From an optimization exercise on the open Yosys and OpenROAD flow, aimed at small area, a short achievable clock period and few clock cycles; shortcuts taken in it are not production practice.
Function not checked in this run: the RTL went through the layout flow alone.
Power and IR drop assume default switching activity.

==> flow/design.v <==
module kz_lapcore (
    input  wire        clk,
    input  wire        rst_n,        
    input  wire        in_valid,
    output wire        in_ready,
    input  wire        in_op,        
    input  wire [31:0] in_data,
    input  wire [1:0]  in_gain,
    input  wire [15:0] in_gate,
    input  wire [15:0] in_dist,
    output reg         out_valid,
    output wire [15:0] out_e,
    output wire [31:0] out_period,
    output wire [31:0] out_length,
    output reg         out_reject,
    output reg         out_dist,
    output reg         out_loss
);
    localparam [30:0] P_NOM = 31'd1280000000;
    localparam [33:0] P_MIN = 34'd896000000;
    localparam [33:0] P_MAX = 34'd1638400000;
    reg s_idle, s_abs, s_div, s_mm, s_mul, s_pu, s_pv, s_lu;
    reg mul2;             
    reg [4:0]  cnt;
    reg [30:0] P;
    reg [33:0] R;         
    reg [18:0] Q;         
    reg [15:0] G;         
    reg [17:0] Y;         
    reg        bp;        
    reg        neg;
    reg [1:0]  gain;
    reg        lz;        
    reg        dsk;       
    reg        msk;       
    reg        bm1, bm2, binv;    
    assign in_ready   = s_idle;
    assign out_e      = Q[15:0];
    assign out_period = {1'b0, P};
    assign out_length = R[31:0];
    wire acc = s_idle & in_valid;
    wire d_small = in_data[31] ? (&in_data[31:20]) : !(|in_data[31:21]);
    wire [33:0] X   = s_div ? {R[32:0], 1'b0} : (lz ? 34'd0 : R);
    wire        m1  = s_div | s_pu | s_lu | (s_mul & bm1);
    wire        m2  = s_mul & bm2;
    wire        inv = (s_div & !R[33]) | (s_abs & neg) | (s_mul & binv);
    wire [33:0] Yop = (({34{m1}} & {3'd0, P}) | ({34{m2}} & {2'd0, P, 1'b0}) |
                       ({34{s_abs}} & R)) ^ {34{inv}};
    wire [33:0] sum = X + Yop + {33'd0, inv};
    wire        rej  = Q > {2'd0, G, 1'b0};           
    wire        dfl  = Q > {1'b0, Y};                 
    wire [15:0] m16  = Q[16:1] + {15'd0, Q[0]};       
    wire [15:0] mc   = dfl ? Y[16:1] : m16;
    wire [15:0] e_ps = (Q >= 19'd65535) ? 16'h7FFF : m16;
    wire [15:0] e_ng = (Q >  19'd65536) ? 16'h8000 : (~Q[16:1] + {15'd0, !Q[0]});
    wire [4:0]  vk = s_mm ? (5'd25 - {2'd0, gain, 1'b0}) : (gain[1] ? 5'd17 : 5'd19);
    wire [33:0] vc = (34'd1 << vk) - {33'd0, neg};
    wire p_ok = !(R < P_MIN) && !(R > P_MAX);
    reg  [17:0] y_n;
    reg         bp_n;
    reg  [4:0]  cnt_n;
    always @(*) begin
        y_n = Y; bp_n = bp; cnt_n = cnt;
        if (s_mm) begin
            y_n = {1'b0, mc, 1'b0}; bp_n = 1'b0; cnt_n = 5'd13 - {3'd0, gain};
        end else if (s_pv) begin
            y_n = gain[0] ? {1'b0, G, 1'b0} : {2'd0, G}; bp_n = 1'b0;
            cnt_n = gain[1] ? 5'd9 : 5'd10;
        end else if (msk) begin
            y_n = {8'd0, Y[17:8]}; bp_n = 1'b0; cnt_n = cnt - 5'd4;
        end else begin
            y_n = {2'd0, Y[17:2]}; bp_n = Y[1]; cnt_n = cnt - 5'd1;
        end
    end
    wire n_m1  = y_n[0] ^ bp_n;
    wire n_m2  = (y_n[1] & ~y_n[0] & ~bp_n) | (~y_n[1] & y_n[0] & bp_n);
    wire n_neg = y_n[1] & ~(y_n[0] & bp_n);
    wire n_msk = (y_n[7:0] == 8'd0) && !bp_n && (cnt_n >= 5'd4);
    wire mul_end = s_mul && (cnt_n == 5'd0);
    wire [33:0] r_ld = d_small ? {in_data[31], in_data[24:0], 8'd0}
                               : {{5{in_data[31]}}, in_data[24:0], 4'd0};
    wire sel_sum = s_abs | (s_div & !dsk) | s_pu | s_lu;
    wire sel_k4  = s_div & dsk;
    wire sel_s2  = s_mul & !msk;
    wire sel_k8  = s_mul & msk;
    wire sel_c   = s_mm | s_pv;
    wire [33:0] r_n = ({34{s_idle}}  & r_ld) |
                      ({34{sel_sum}} & sum) |
                      ({34{sel_k4}}  & {R[29:0], 4'd0}) |
                      ({34{sel_s2}}  & {{2{sum[33]}}, sum[33:2]}) |
                      ({34{sel_k8}}  & {{8{R[33]}}, R[33:8]}) |
                      ({34{sel_c}}   & vc);
    always @(posedge clk) R <= r_n;
    always @(posedge clk) begin
        out_valid <= 1'b0;
        if (!rst_n) begin
            s_idle <= 1'b1; s_abs <= 1'b0; s_div <= 1'b0; s_mm <= 1'b0; s_mul <= 1'b0;
            s_pu <= 1'b0; s_pv <= 1'b0; s_lu <= 1'b0;
            P <= P_NOM;
        end else begin
            s_idle <= (s_idle & !in_valid) | s_lu;
            s_abs  <= acc & !in_op;
            s_div  <= s_abs | (s_div & !(dsk ? (cnt == 5'd4) : (cnt == 5'd1)));
            s_mm   <= s_div & (dsk ? (cnt == 5'd4) : (cnt == 5'd1));
            s_mul  <= (s_mm & !rej) | (s_pv & p_ok) | (s_mul & !mul_end);
            s_pu   <= mul_end & !mul2;
            s_pv   <= s_pu;
            s_lu   <= (acc & in_op) | (s_mm & rej) | (s_pv & !p_ok) | (mul_end & mul2);
            out_valid <= s_lu;
            if (acc & in_op)   P <= in_data[30:0];
            if (s_pv & p_ok)   P <= R[30:0];
        end
        if (acc) begin
            out_reject <= 1'b0;
            out_dist   <= 1'b0;
            out_loss   <= 1'b0;
            lz   <= 1'b1;
            neg  <= in_data[31];
            gain <= in_gain;
            G    <= in_gate;
            Y    <= {1'b0, in_dist, 1'b0};
            cnt  <= d_small ? 5'd15 : 5'd19;
            Q    <= 19'd0;
        end
        if (s_abs) begin
            dsk <= (R[33:24] == 10'd0 || R[33:24] == 10'h3FF);
            lz  <= 1'b0;
        end
        if (s_div) begin
            cnt <= cnt - (dsk ? 5'd4 : 5'd1);
            dsk <= dsk && (R[33:21] == 13'd0) && (cnt >= 5'd8);
            Q   <= dsk ? {Q[14:0], 4'd0} : {Q[17:0], !sum[33]};
        end
        if (s_mm) begin
            Q <= {3'd0, neg ? e_ng : e_ps};
            out_reject <= rej;
            out_dist   <= dfl & !rej;
            lz   <= rej;
            G    <= mc;
            mul2 <= 1'b0;
        end
        if (s_pv) begin
            mul2     <= 1'b1;
            out_loss <= !p_ok;
            lz       <= !p_ok;
        end
        if (s_mm | s_pv | s_mul) begin
            Y <= y_n; bp <= bp_n; cnt <= cnt_n;
            bm1 <= n_m1; bm2 <= n_m2; binv <= n_neg ^ neg; msk <= n_msk;
        end
    end
endmodule
==> flow/run.sh <==
#!/bin/bash
# synth_recipe.tcl (not shown) runs the flow's synth.tcl, then flattens the netlist and writes it again
# the make line also repeats each setting of config.mk as NAME=value (left out here)
make -C /OpenROAD-flow-scripts/flow DESIGN_CONFIG=/design/flow/config.mk WORK_HOME=/design/flow/orfs CLKGATE_MAP_FILE= SYNTH_SCRIPT=/design/flow/synth_recipe.tcl finish
==> flow/config.mk <==
export PLATFORM = sky130hd
export DESIGN_NAME = kz_lapcore
export DESIGN_NICKNAME = kz_lapcore
export VERILOG_FILES = /design/flow/design.v
export SDC_FILE = /design/flow/constraint.sdc
export NUM_CORES = 4
export LEC_CHECK = 0
export ABC_AREA = 1
export CAP_MARGIN = 20
export CORE_MARGIN = 2
export CORE_UTILIZATION = 40
export SLEW_MARGIN = 20
==> flow/constraint.sdc <==
create_clock -name core_clock -period 14.0 [get_ports {clk}]
set_input_delay 2.8000 -clock core_clock [delete_from_list [all_inputs] [get_ports {clk}]]
set_output_delay 2.8000 -clock core_clock [all_outputs]
set_load 0.01 [all_outputs]
==> results.sh <==
export IMPL_fin_crit_ns=5.030
export IMPL_hold_viol=0
export IMPL_clkLatencyLatePin_ns=0.47
export IMPL_hold_class="register to register"
export IMPL_first_pass_iters=6
export IMPL_synth_enable_flop_cells=66
export IMPL_placementRows=67
export IMPL_netlist_instances=2065
export IMPL_cp_arrival_ns=5.43
export IMPL_cp_start_kind="primary input"
export IMPL_tightestPinTransition_ns=0.9823
export IMPL_cp_top_family="buffers and inverters"
export IMPL_syn_avg_cell_area_um2=6.584
export IMPL_ctsHoldBuffers=0
export IMPL_place_congestion=1.065
export IMPL_cts_made_buffers=17
export IMPL_crit_buf_inv=4
export IMPL_yosysMostFrequentCell="nand2_1"
export IMPL_yosysTopAreaCell="edfxtp_1"
export IMPL_cp_required_ns=14.40
export IMPL_synth_area_leaders="edfxtp_1 15%, nand2_1 13%, dfxtp_1 11%"
export IMPL_grtUsageTotal_pct=35.10
export IMPL_grt_pass1_vias=14990
export IMPL_finalSetupTns_ns=0
export IMPL_diodes=0
export IMPL_yosysSeqAreaShare_pct=26.06
export IMPL_status="no timing/DRC/antenna violations"
export IMPL_skew_ns=0.02238
export IMPL_critical_path_class="primary input to register"
export IMPL_post_cts_resized=0
export IMPL_drt_wl_total_um=63040
export IMPL_cap_violations=0
export IMPL_die_h_um=188.4
export IMPL_port_buffers=153
export IMPL_setup_viol=0
export IMPL_clk_pin_slew_worst_paths_ns=0.08
export IMPL_layout_area_overhead_vs_synth_pct=15.31
export IMPL_wl_per_cell_um=24.46
export IMPL_drt_drc_violations_left=0
export IMPL_ys_seq_elements=144
export IMPL_slew_viol_final=0
export IMPL_grt_setup_unrepaired="false"
export IMPL_cts_root_buffer="clkbuf_16"
export IMPL_synth_warnings=1
export IMPL_irDropWorstVdd_v=0.00008791
export IMPL_yosysUniqueCellTypes=57
export IMPL_synth_cell_area_um2=13600
export IMPL_antenna_found_initial=0
export IMPL_period_share_pct=35.93
export IMPL_ys_flop_type="dfxtp_1"
export IMPL_fmax_mhz=198.8
export IMPL_grt_first_pass_wirelength_um=93500
export IMPL_grt_max_degree=61
export IMPL_relSlewSlack_pct=34.35
export IMPL_routed_via_count=15380
export IMPL_finalNonFillerCells=2577
export IMPL_n_fill_cell=3550
export IMPL_clock_sinks=144
export IMPL_dr_first_iter_drc_count=1624
export IMPL_pin_count=155
export IMPL_antenna_left=0
export IMPL_hpwl_um=48400
export IMPL_synth_top_area_share_pct=14.58
export IMPL_cts_tree="built"
export IMPL_grt_ovfl_total=0
export IMPL_start_util_pct=40.54
export IMPL_via_per_inst=5.969
export IMPL_leakagePower_nw=6.935
export IMPL_clockBufferDepth=2
export IMPL_post_cts_buffers=0
export IMPL_cpMaxStageDelayCell="inv_1"
export IMPL_syn_nets=2217
export IMPL_cp_max_fo=26
export IMPL_cp_end_kind="register"
export IMPL_place_inst=2545
export IMPL_hold_ws_ns=0.4312
export IMPL_crit_path_max_incr_delay_ns=0.67
export IMPL_synth_commonest_cells="454 x nand2_1, 222 x inv_1, 179 x nand3_1"
export IMPL_coreArea_um2=33530
export IMPL_power_density_nw_per_um2=90.40
export IMPL_drive_gt1_share_pct=4.180
export IMPL_nNetsFinal=2268
export IMPL_die_area_um2=35480
export IMPL_ys_async_sr_fraction_pct=0
export IMPL_cp_cell_sequence="clkdlybuf4s50_1 -> nand2_1 -> inv_1 -> nand2_1 -> inv_1 -> buf_4 -> nand2_1 -> o21ai_0 -> o21ai_0 -> nor2_1"
export IMPL_htree_num_levels=4
export IMPL_crit_top_cell="nand2_1"
export IMPL_die_w_um=188.4
power by group:
group / leakage [nW] / switching [mW] / internal [mW] / total (mW)
registers: 1.28 / 0.0651 / 0.471 / 0.536
logic: 5.36 / 0.243 / 0.138 / 0.381
clock network: 0.302 / 0.221 / 0.279 / 0.501
sequential cells by signal (all words and copies together) (netlist names), 2 cells and up:
register and count:
gain 2, R 34, G 16, cnt 5
Y 17, P 31, Q 19
cell families after synthesis:
kind of cell	Yosys count	share of synthesized area, %
AO/OA/AOI/OAI	477	20.22
XOR/XNOR	69	4.445
adder cells (fa/ha/maj)	82	7.602
buffers and inverters	374	12.12
flip-flops	144	26.06
other	1	0.02758
AND/OR/NAND/NOR	918	29.52
path summary, 6_finish.rpt:
kind / from / slack, ns / cells after the start / endpoint
min reg2reg: mul2 / 0.43 / 1 / s_pu
max: in_valid / 8.97 / 10 / P[28]
max reg2reg: neg / 9.19 / 21 / R[21]
min: mul2 / 0.43 / 1 / s_pu
area by class of cell:
class	instances	area, µm²	area share [%]
clock buffer	21	503.0	3.208
clock inverter	11	116.4	0.7422
inverter	236	890.9	5.682
multi-input combinational	1547	8404	53.61
sequential	144	3543	22.60
tap	448	560.5	3.575
timing repair buffer	170	1659	10.58
metrics by stage:
step	setup WS [ns]	total power, mW	instance area, µm²	util, %
after floorplan	9.978	0.7511	13600	-
after global placement	8.726	0.9131	15060	44.91
after detailed placement	8.605	0.9152	15060	44.91
after CTS	9.062	1.409	15680	46.75
after global routing	8.751	1.466	15680	46.75
final	8.970	1.417	15680	46.75
layout by cell type (no fill, tap or decap), types with 12 or more instances in the layout:
master,instances
a21oi_1,149
a221oi_1,21
a31oi_1,21
buf_4,17
clkbuf_16,19
clkdlybuf4s50_1,153
dfxtp_1,78
edfxtp_1,66
ha_1,81
inv_1,222
nand2_1,454
nand3_1,179
nand4_1,31
nor2_1,174
nor3_1,23
nor4_1,14
o211ai_1,18
o21ai_0,169
o21ai_1,12
o22ai_1,29
xor2_1,60
layer usage:
layer	share of wire, %	up-vias	track usage (%)
met5	0	-	0
met4	7.1	0	22.60
met3	7.3	235	5.886
met2	48	853	61.20
met1	38	7206	39.73
li1	-	7089	-

[separate check: timing with driven ports]
Ports are ideal in the flow. The routed layout listed here was re-timed in OpenROAD. Step 1 sets driving cells, clkbuf_16 on the clock port and buf_2 on the other inputs (assumed; they add their load-dependent delay and slew). Step 2 moves the port delays by t, midway between the first and last clock arrival at a register: inputs arrive t later, outputs are due t later. That takes back most of the time a late clock gives input paths. a / b / c = ideal / step 1 / step 2; a / b = the first two.
t, ns: 0.504
slack for setup (ns): 8.970 / 8.997 / 8.492
worst setup path after step 2: input to register
clock arrival spread, ns: 0.023 / 0.023
After both steps setup and hold are still met in this run. The setup slack of this run moves by +0.027 ns with the drivers and by -0.478 ns with both steps.
